Background: an optimization exercise with open tools, aiming at small area. Do not read the settings as production practice.
Where RTL was checked, it was by simulation tests only, not by an equivalence proof against the original.
Power and IR drop assume default switching activity.

==> flow/design.v <==
module uplink_rx (
    input  wire        clk,
    input  wire        rst,           
    input  wire        port_kind,     
    input  wire        sof,           
    input  wire        bit_valid,     
    input  wire        bit_data,
    input  wire [15:0] ov_thr,        
    input  wire [15:0] uv_thr,        
    output reg         frame_done,    
    output wire [1:0]  frame_err,     
    output wire [3:0]  ftype,
    output wire [7:0]  seq,
    output wire [7:0]  len,
    output wire [31:0] status,
    output wire        val_valid,     
    output wire [4:0]  val_idx,
    output wire [15:0] val_data,
    output wire        val_ov,
    output wire        val_uv,
    output wire        val_sus
);
    localparam [31:0] CRC_POLY = 32'h04C1_1DB7;
    localparam [2:0] S_IDLE = 3'b000, S_DEAD = 3'b001, S_HDR = 3'b010,
                     S_PAY = 3'b100, S_STAT = 3'b101, S_CRC = 3'b110;
    reg [2:0]  st;
    reg [8:0]  cnt;         
    reg [4:0]  ph;          
    reg [31:0] crcn;        
    reg [31:0] sr;          
    reg [2:0]  ft_r;        
    reg [7:0]  seq_r;
    reg [3:0]  w_r;         
    reg        rel_pend, rel_act;
    wire [4:0] ph1 = ph + 5'd1;
    wire [4:0] b   = cnt[4:0];
    wire in_hdr  = (st == S_HDR);
    wire in_pay  = (st == S_PAY);
    wire in_stat = (st == S_STAT);
    wire in_crc  = (st == S_CRC);
    wire [30:0] hs   = crcn[30:0];
    wire [2:0] h_ft  = hs[29:27];
    wire [3:0] h_w   = hs[16:13];
    reg pair_ok;
    always @(*) begin
        case (h_ft)
            3'h0: pair_ok = !port_kind && (h_w == 4'd12);
            3'h1: pair_ok =  port_kind && (h_w == 4'd4);
            3'h2: pair_ok = !port_kind && (h_w == 4'd9);
            3'h3: pair_ok = (h_w >= 4'd1) && (h_w <= 4'd4);
            3'h4: pair_ok = (h_w == 4'd0);
            3'h5: pair_ok = (h_w == 4'd0);
            3'h7: pair_ok = (h_w == 4'd1);
            default: pair_ok = 1'b0;
        endcase
    end
    wire hdr_ok = pair_ok && hs[30] && (hs[18:17] == 2'd0) &&
                  (hs[12:0] == 13'd0) && !bit_data;
    wire hdr_end  = in_hdr && (b == 5'd31);
    wire pay_end  = in_pay && (cnt[8:5] == w_r) && (b == 5'd0);
    wire stat_end = in_stat && (b == 5'd0);
    wire crc_end  = in_crc && (b == 5'd31);
    wire crc_ok = (crcn == 32'd0);
    wire dead   = (st == S_DEAD);
    always @(posedge clk) begin
        if (rst) begin
            st         <= S_IDLE;
            frame_done <= 1'b0;
            rel_pend   <= 1'b0;
            rel_act    <= 1'b0;
        end else begin
            frame_done <= 1'b0;
            if (sof) begin
                st <= S_HDR;
            end else if (bit_valid) begin
                if (hdr_end) begin
                    st <= hdr_ok ? S_PAY : S_DEAD;
                    frame_done <= !hdr_ok;
                end
                if (pay_end)  st <= S_STAT;
                if (stat_end) st <= S_CRC;
                if (crc_end) begin
                    st <= S_IDLE;
                    frame_done <= 1'b1;
                end
            end
            if (frame_done && !dead && crc_ok && (w_r != 4'd0))
                rel_pend <= 1'b1;
            else if (ph == 5'd23)
                rel_pend <= 1'b0;
            if (rel_pend && ph == 5'd23)
                rel_act <= 1'b1;
            else if (ph1 == {w_r, 1'b0})
                rel_act <= 1'b0;
        end
    end
    always @(posedge clk) begin
        ph <= (rst || ph == 5'd23) ? 5'd0 : ph1;
        if (sof)
            cnt <= 9'd480;
        else if (bit_valid)
            cnt <= cnt + 9'd1;
        if (bit_valid)
            crcn <= {crcn[30:0], bit_data ^ !in_hdr} ^ ((!crcn[31] && !in_hdr) ? CRC_POLY : 32'd0);
        if (bit_valid && (in_pay || (in_stat && !stat_end)))
            sr <= {sr[30:0], bit_data};
        if (bit_valid && hdr_end) begin
            ft_r  <= h_ft;
            seq_r <= hs[26:19];
            w_r   <= h_w;
        end
    end
    wire       wen = st[2];
    wire [3:0] wj  = cnt[3:0];
    wire [4:0] wi  = cnt[8:4];
    wire       eq0 = (ph == wi);           
    wire       eq1 = (ph1 == wi);          
    wire [3:0] gwe;
    assign gwe[0] = wen && (wj[3:2] == 2'd1) && eq0;
    assign gwe[1] = wen && (wj[3:2] == 2'd2) && eq0;
    assign gwe[2] = wen && (wj[3:2] == 2'd3) && eq0;
    assign gwe[3] = wen && (wj[3:2] == 2'd0) && eq1;
    wire [3:0] src;
    assign src[0] = sr[wj[1:0] + 3'd3];
    assign src[1] = sr[wj[1:0] + 3'd2];
    assign src[2] = sr[wj[1:0] + 3'd1];
    assign src[3] = sr[wj[1:0]];
    genvar l;
    generate
        for (l = 0; l < 16; l = l + 1) begin : lane
            reg [23:0] r;
            always @(posedge clk)
                r <= {r[22:0], gwe[l / 4] ? ~src[l % 4] : r[23]};
            assign val_data[15 - l] = ~r[23];
        end
    endgenerate
    assign val_valid = rel_act;
    assign val_idx   = ph;
    function automatic gt16(input [15:0] a, input [15:0] b);
        integer k;
        reg c;
        begin
            c = 1'b0;
            for (k = 0; k < 16; k = k + 1)
                c = (a[k] & ~b[k]) | ((a[k] | ~b[k]) & c);
            gt16 = c;
        end
    endfunction
    wire cells = w_r[3] & w_r[2];
    assign val_ov  = cells && gt16(val_data, ov_thr);
    assign val_uv  = cells && gt16(uv_thr, val_data);
    assign val_sus = cells && (gt16(val_data, 16'd50000) || sr[25]);
    assign frame_err = {!dead && !crc_ok, dead};
    assign ftype  = {1'b1, ft_r};
    assign seq    = seq_r;
    assign len    = {2'b00, w_r, 2'b00};
    assign status = sr;
endmodule
export LEC_CHECK = 0
export ABC_AREA = 1
export CAP_MARGIN = 20
export CORE_MARGIN = 2
export CORE_UTILIZATION = 80
export PLACE_DENSITY = 0.9
export SLEW_MARGIN = 20
create_clock -name core_clock -period 10.0 [get_ports {clk}]
standard.sh (not shown) runs the stock make flow with config.mk's settings and CLKGATE_MAP_FILE= SYNTH_SCRIPT=/design/flow/synth_recipe.tcl, a recipe that flattens the netlist after the stock synthesis.
==> flow/flow/run.sh <==
#!/bin/bash
# The standard ORFS layout with three changes:
#  - synthesis: the same script (synth_recipe.tcl), but ABC maps with an
#    area-oriented script (flow/area.abc); registers are mapped before ABC
#    and are unchanged;
#  - the port buffers are sky130_fd_sc_hd__buf_1;
#  - CTS clusters sinks under clkbuf_8 buffers, without dummy loads.
set -euo pipefail
W=$PWD
{ head -n 1 synth_recipe.tcl; cat flow/abc_override.tcl; tail -n +2 synth_recipe.tcl; } > flow_synth.tcl
sed "s#SYNTH_SCRIPT=[^ ]*#SYNTH_SCRIPT=$W/flow_synth.tcl#" standard.sh > flow_standard.sh
grep -q "SYNTH_SCRIPT=$W/flow_synth.tcl" flow_standard.sh
export AREA_ABC_SCRIPT=$W/flow/area.abc
export BUFFER_PORTS_ARGS="-buffer_cell sky130_fd_sc_hd__buf_1"
export CTS_ARGS="-sink_clustering_enable -repair_clock_nets -dont_use_dummy_load -sink_clustering_size 20 -sink_clustering_max_diameter 40 -root_buf sky130_fd_sc_hd__clkbuf_16 -sink_clustering_buffer sky130_fd_sc_hd__clkbuf_8 -buf_list {sky130_fd_sc_hd__clkbuf_8 sky130_fd_sc_hd__clkbuf_16}"
bash flow_standard.sh > standard.log 2>&1
==> flow/flow/abc_override.tcl <==
# Run ABC with an area-oriented script (flow/area.abc) in place of ORFS's.
proc abc {args} {
  set i [lsearch -exact $args -script]
  if {$i >= 0} { lset args [expr {$i + 1}] $::env(AREA_ABC_SCRIPT) }
  yosys abc {*}$args
}
==> flow/flow/area.abc <==
strash; dc2; dch -f; map -a; mfs2; strash; dch -f; map -a; topo; dnsize -c
Next try:
--- a/flow/flow/run.sh
+++ b/flow/flow/run.sh
@@ -13,4 +13,4 @@
 export AREA_ABC_SCRIPT=$W/flow/area.abc
 export BUFFER_PORTS_ARGS="-buffer_cell sky130_fd_sc_hd__buf_1"
-export CTS_ARGS="-sink_clustering_enable -repair_clock_nets -dont_use_dummy_load -sink_clustering_size 20 -sink_clustering_max_diameter 40 -root_buf sky130_fd_sc_hd__clkbuf_16 -sink_clustering_buffer sky130_fd_sc_hd__clkbuf_8 -buf_list {sky130_fd_sc_hd__clkbuf_8 sky130_fd_sc_hd__clkbuf_16}"
+export CTS_ARGS="-sink_clustering_enable -repair_clock_nets -dont_use_dummy_load -sink_clustering_size 16 -sink_clustering_max_diameter 40 -buf_list {sky130_fd_sc_hd__clkbuf_8}"
 bash flow_standard.sh > standard.log 2>&1
=> First-iteration DRC count falls by about a fifth; wire length rises slightly; die area does not change; via count rises slightly.
Next try:
--- a/flow/flow/run.sh
+++ b/flow/flow/run.sh
@@ -13,4 +13,4 @@
 export AREA_ABC_SCRIPT=$W/flow/area.abc
 export BUFFER_PORTS_ARGS="-buffer_cell sky130_fd_sc_hd__buf_1"
-export CTS_ARGS="-sink_clustering_enable -repair_clock_nets -dont_use_dummy_load -sink_clustering_size 16 -sink_clustering_max_diameter 40 -buf_list {sky130_fd_sc_hd__clkbuf_8}"
+export CTS_ARGS="-sink_clustering_enable -repair_clock_nets -dont_use_dummy_load -sink_clustering_size 22 -sink_clustering_max_diameter 45 -root_buf sky130_fd_sc_hd__clkbuf_16 -sink_clustering_buffer sky130_fd_sc_hd__clkbuf_8 -buf_list {sky130_fd_sc_hd__clkbuf_8 sky130_fd_sc_hd__clkbuf_16}"
 bash flow_standard.sh > standard.log 2>&1
The new run produced a clean layout.
Die area stays the same.
Clock-buffer cell count is lower by 8.
Routed wire length is lower by 2.8%.
Setup slack is better by 0.37 ns.
Clock skew is higher by 0.0046 ns.


build 28:
uplink_rx, a different RTL version from the one above (not shown whole).
Size in the first run: about 860 cells after synthesis, ~490 flip-flops, about 120 I/O pins, roughly 13000 um^2 of cells after synthesis.
clock: 10.0 ns
lec_check: 0
abc_area: 1
cap_margin: 20
core_margin: 2
core_utilization: 80
place_density: 0.9
slew_margin: 20
==> flow/flow/run.sh <==
#!/bin/bash
# The standard ORFS layout with three changes:
#  - synthesis: the same script (synth_recipe.tcl), but ABC maps with an
#    area-oriented script (flow/area.abc); registers are mapped before ABC
#    and are unchanged;
#  - the port buffers are sky130_fd_sc_hd__buf_1;
#  - CTS clusters sinks under clkbuf_8 buffers, without dummy loads.
set -euo pipefail
W=$PWD
{ head -n 1 synth_recipe.tcl; cat flow/abc_override.tcl; tail -n +2 synth_recipe.tcl; } > flow_synth.tcl
sed "s#SYNTH_SCRIPT=[^ ]*#SYNTH_SCRIPT=$W/flow_synth.tcl#" standard.sh > flow_standard.sh
grep -q "SYNTH_SCRIPT=$W/flow_synth.tcl" flow_standard.sh
export AREA_ABC_SCRIPT=$W/flow/area.abc
export BUFFER_PORTS_ARGS="-buffer_cell sky130_fd_sc_hd__buf_1"
export CTS_ARGS="-sink_clustering_enable -repair_clock_nets -dont_use_dummy_load -sink_clustering_size 18 -sink_clustering_max_diameter 40 -buf_list {sky130_fd_sc_hd__clkbuf_8}"
bash flow_standard.sh > standard.log 2>&1
==> flow/flow/area.abc <==
strash; ifraig; scorr; dc2; strash; &get -n; &dch -f; &nf -R 1000; &put; topo; dnsize -c
Scripts as last shown in full above: flow/flow/abc_override.tcl
Changes in build 51 relative to build 28:
Settings: CORE_UTILIZATION now 85, was 80; PLACE_DENSITY now 0.92, was 0.9.
==> flow/flow/run.sh <==
#!/bin/bash
# Standard ORFS layout, with the smallest buffer on the ports and no CTS dummy loads.
set -euo pipefail
export BUFFER_PORTS_ARGS="-buffer_cell sky130_fd_sc_hd__buf_1"
export CTS_ARGS="-sink_clustering_enable -repair_clock_nets -dont_use_dummy_load -sink_clustering_size 40 -sink_clustering_max_diameter 45 -buf_list {sky130_fd_sc_hd__clkbuf_16}"
bash standard.sh > standard.log 2>&1
removed: flow/flow/abc_override.tcl
removed: flow/flow/area.abc
### Flow results
No final results exist for build 51, since it was stopped by error DPL-0033 during clock tree synthesis.
Detailed placement HPWL: build 51 worse than build 28
The post-detailed-placement cell area reported for build 51 is greater than that of build 28 by about 3%.
Lower synthesized instance count goes to build 28 over build 51.
Diff build 51 and build 28: cell area after technology mapping higher in build 51
Relative to build 28, effective utilization at floorplan has gone up in build 51.
Weighted congestion reported at the end of routability-driven placement: lower on build 28
Here is what was changed in the inputs of build 47 compared with build 51.
Settings: CORE_UTILIZATION now 80, was 85; PLACE_DENSITY now 0.9, was 0.92.
==> flow/flow/run.sh <==
#!/bin/bash
# Standard ORFS layout, with the smallest buffer on the ports and no CTS dummy loads.
set -euo pipefail
export BUFFER_PORTS_ARGS="-buffer_cell sky130_fd_sc_hd__buf_1"
export CTS_ARGS="-sink_clustering_enable -repair_clock_nets -dont_use_dummy_load -sink_clustering_size 18 -sink_clustering_max_diameter 40 -buf_list {sky130_fd_sc_hd__clkbuf_8}"
bash standard.sh > standard.log 2>&1
--- outcome ---
Build 47: flow completed, timing, DRC and antenna clean
Per the comparison of build 47 with build 51, synthesized-area fraction occupied by and/or/nand/nor cells roughly the same; initial core utilization lower; share of synthesized area occupied by flip-flops and latches roughly the same.
Build 47 vs build 51: row count up by a few percent
[compare] base=build 51 new=build 47: cell count after placement moved up, height of the die increased by 3.9 um relative to the old numbers, horizontal die dimension rose 3.0%.
Summary of build 47 over build 51: placed cell area stayed essentially flat, share of synthesized flip-flops with an asynchronous set or reset level.
No functional check of the RTL was part of any run of this note.


Another version of the RTL of uplink_rx (not shown whole).
For scale: ~870 cells after synthesis.
export LEC_CHECK = 0
export ABC_AREA = 1
export CAP_MARGIN = 20
export CORE_MARGIN = 2
export CORE_UTILIZATION = 80
export PLACE_DENSITY = 0.9
export SLEW_MARGIN = 20
create_clock -name core_clock -period 10.0 [get_ports {clk}]
==> flow/flow/run.sh <==
#!/bin/bash
# The standard ORFS layout with three changes:
#  - synthesis: the same script (synth_recipe.tcl), but ABC maps with an
#    area-oriented script (flow/area.abc); registers are mapped before ABC
#    and are unchanged;
#  - the port buffers are sky130_fd_sc_hd__buf_1;
#  - CTS clusters sinks under clkbuf_8 buffers, without dummy loads.
set -euo pipefail
W=$PWD
{ head -n 1 synth_recipe.tcl; cat flow/abc_override.tcl; tail -n +2 synth_recipe.tcl; } > flow_synth.tcl
sed "s#SYNTH_SCRIPT=[^ ]*#SYNTH_SCRIPT=$W/flow_synth.tcl#" standard.sh > flow_standard.sh
grep -q "SYNTH_SCRIPT=$W/flow_synth.tcl" flow_standard.sh
export AREA_ABC_SCRIPT=$W/flow/area.abc
export BUFFER_PORTS_ARGS="-buffer_cell sky130_fd_sc_hd__buf_1"
export CTS_ARGS="-sink_clustering_enable -repair_clock_nets -dont_use_dummy_load -buf_list {sky130_fd_sc_hd__clkbuf_8}"
bash flow_standard.sh > standard.log 2>&1
==> flow/flow/abc_override.tcl <==
# Run ABC with an area-oriented script (flow/area.abc) in place of ORFS's.
proc abc {args} {
  set i [lsearch -exact $args -script]
  if {$i >= 0} { lset args [expr {$i + 1}] $::env(AREA_ABC_SCRIPT) }
  yosys abc {*}$args
}
==> flow/flow/area.abc <==
strash; dc2; dch -f; map -a; mfs2; strash; dch -f; map -a; topo; dnsize -c
The baseline finished clean.
==> next run, changes <==
--- a/flow/flow/run.sh
+++ b/flow/flow/run.sh
@@ -14,3 +14,3 @@
 export BUFFER_PORTS_ARGS="-buffer_cell sky130_fd_sc_hd__buf_1"
-export CTS_ARGS="-sink_clustering_enable -repair_clock_nets -dont_use_dummy_load -buf_list {sky130_fd_sc_hd__clkbuf_8}"
+export CTS_ARGS="-sink_clustering_enable -repair_clock_nets -dont_use_dummy_load -sink_clustering_size 20 -sink_clustering_max_diameter 45 -buf_list {sky130_fd_sc_hd__clkbuf_8}"
 bash flow_standard.sh > standard.log 2>&1
What happened: The changed run produced a clean layout; die area does not change; setup slack gets better by 0.47 ns; final area went down by 3.1%; power went down by 12%; wire length went down by 20%; core utilization went down by 2.9 points; first-iteration DRC count went down by 26%; hold slack gets better by 0.0096 ns; final cell count went down by 2.6%; count of clock-buffer cells in the layout went down by 32.
==> next run, changes <==
--- a/flow/flow/run.sh
+++ b/flow/flow/run.sh
@@ -14,3 +14,3 @@
 export BUFFER_PORTS_ARGS="-buffer_cell sky130_fd_sc_hd__buf_1"
-export CTS_ARGS="-sink_clustering_enable -repair_clock_nets -dont_use_dummy_load -sink_clustering_size 20 -sink_clustering_max_diameter 45 -buf_list {sky130_fd_sc_hd__clkbuf_8}"
+export CTS_ARGS="-sink_clustering_enable -repair_clock_nets -dont_use_dummy_load -sink_clustering_size 18 -sink_clustering_max_diameter 40 -buf_list {sky130_fd_sc_hd__clkbuf_8}"
 bash flow_standard.sh > standard.log 2>&1
=> Design area climbs by 0.30%; global-route usage rose by 0.35 points; worst setup slack loses 0.0038 ns.

[what the ideal ports hide]
In the flow no input, the clock included, has a driving cell. The finished layouts below were timed again as built, in two steps. Step 1 assumes that a clkbuf_16 drives the clock port and a buf_2 every other input. Step 2 times the ports against the registers' clock, not the clock port: input delays grow and output delays shrink by t, the midpoint of the rising clock arrivals with the driver on. Three values: no drivers, after step 1, after step 2; two values: the first two.
| run | t (ns) | slack for setup (ns) | worst setup path at the end |
|---|---|---|---|
| the first run of note 1 | 0.527 | 3.298 / 3.271 / 3.271 | input to output |
| the second run of note 1 | 0.579 | 3.049 / 3.001 / 3.001 | input to output |
| the third run of note 1 | 0.553 | 3.418 / 3.398 / 3.398 | input to output |
| build 28 | 0.576 | 2.018 / 1.970 / 1.970 | input to output |
| build 47 | 0.569 | 4.150 / 4.106 / 4.106 | input to output |
| the first run of note 3 | 0.613 | 2.988 / 2.962 / 2.962 | input to output |
| the second run of note 3 | 0.583 | 3.458 / 3.431 / 3.431 | input to output |
| the third run of note 3 | 0.586 | 3.454 / 3.430 / 3.430 | input to output |
After both steps setup and hold are still met in every run listed.
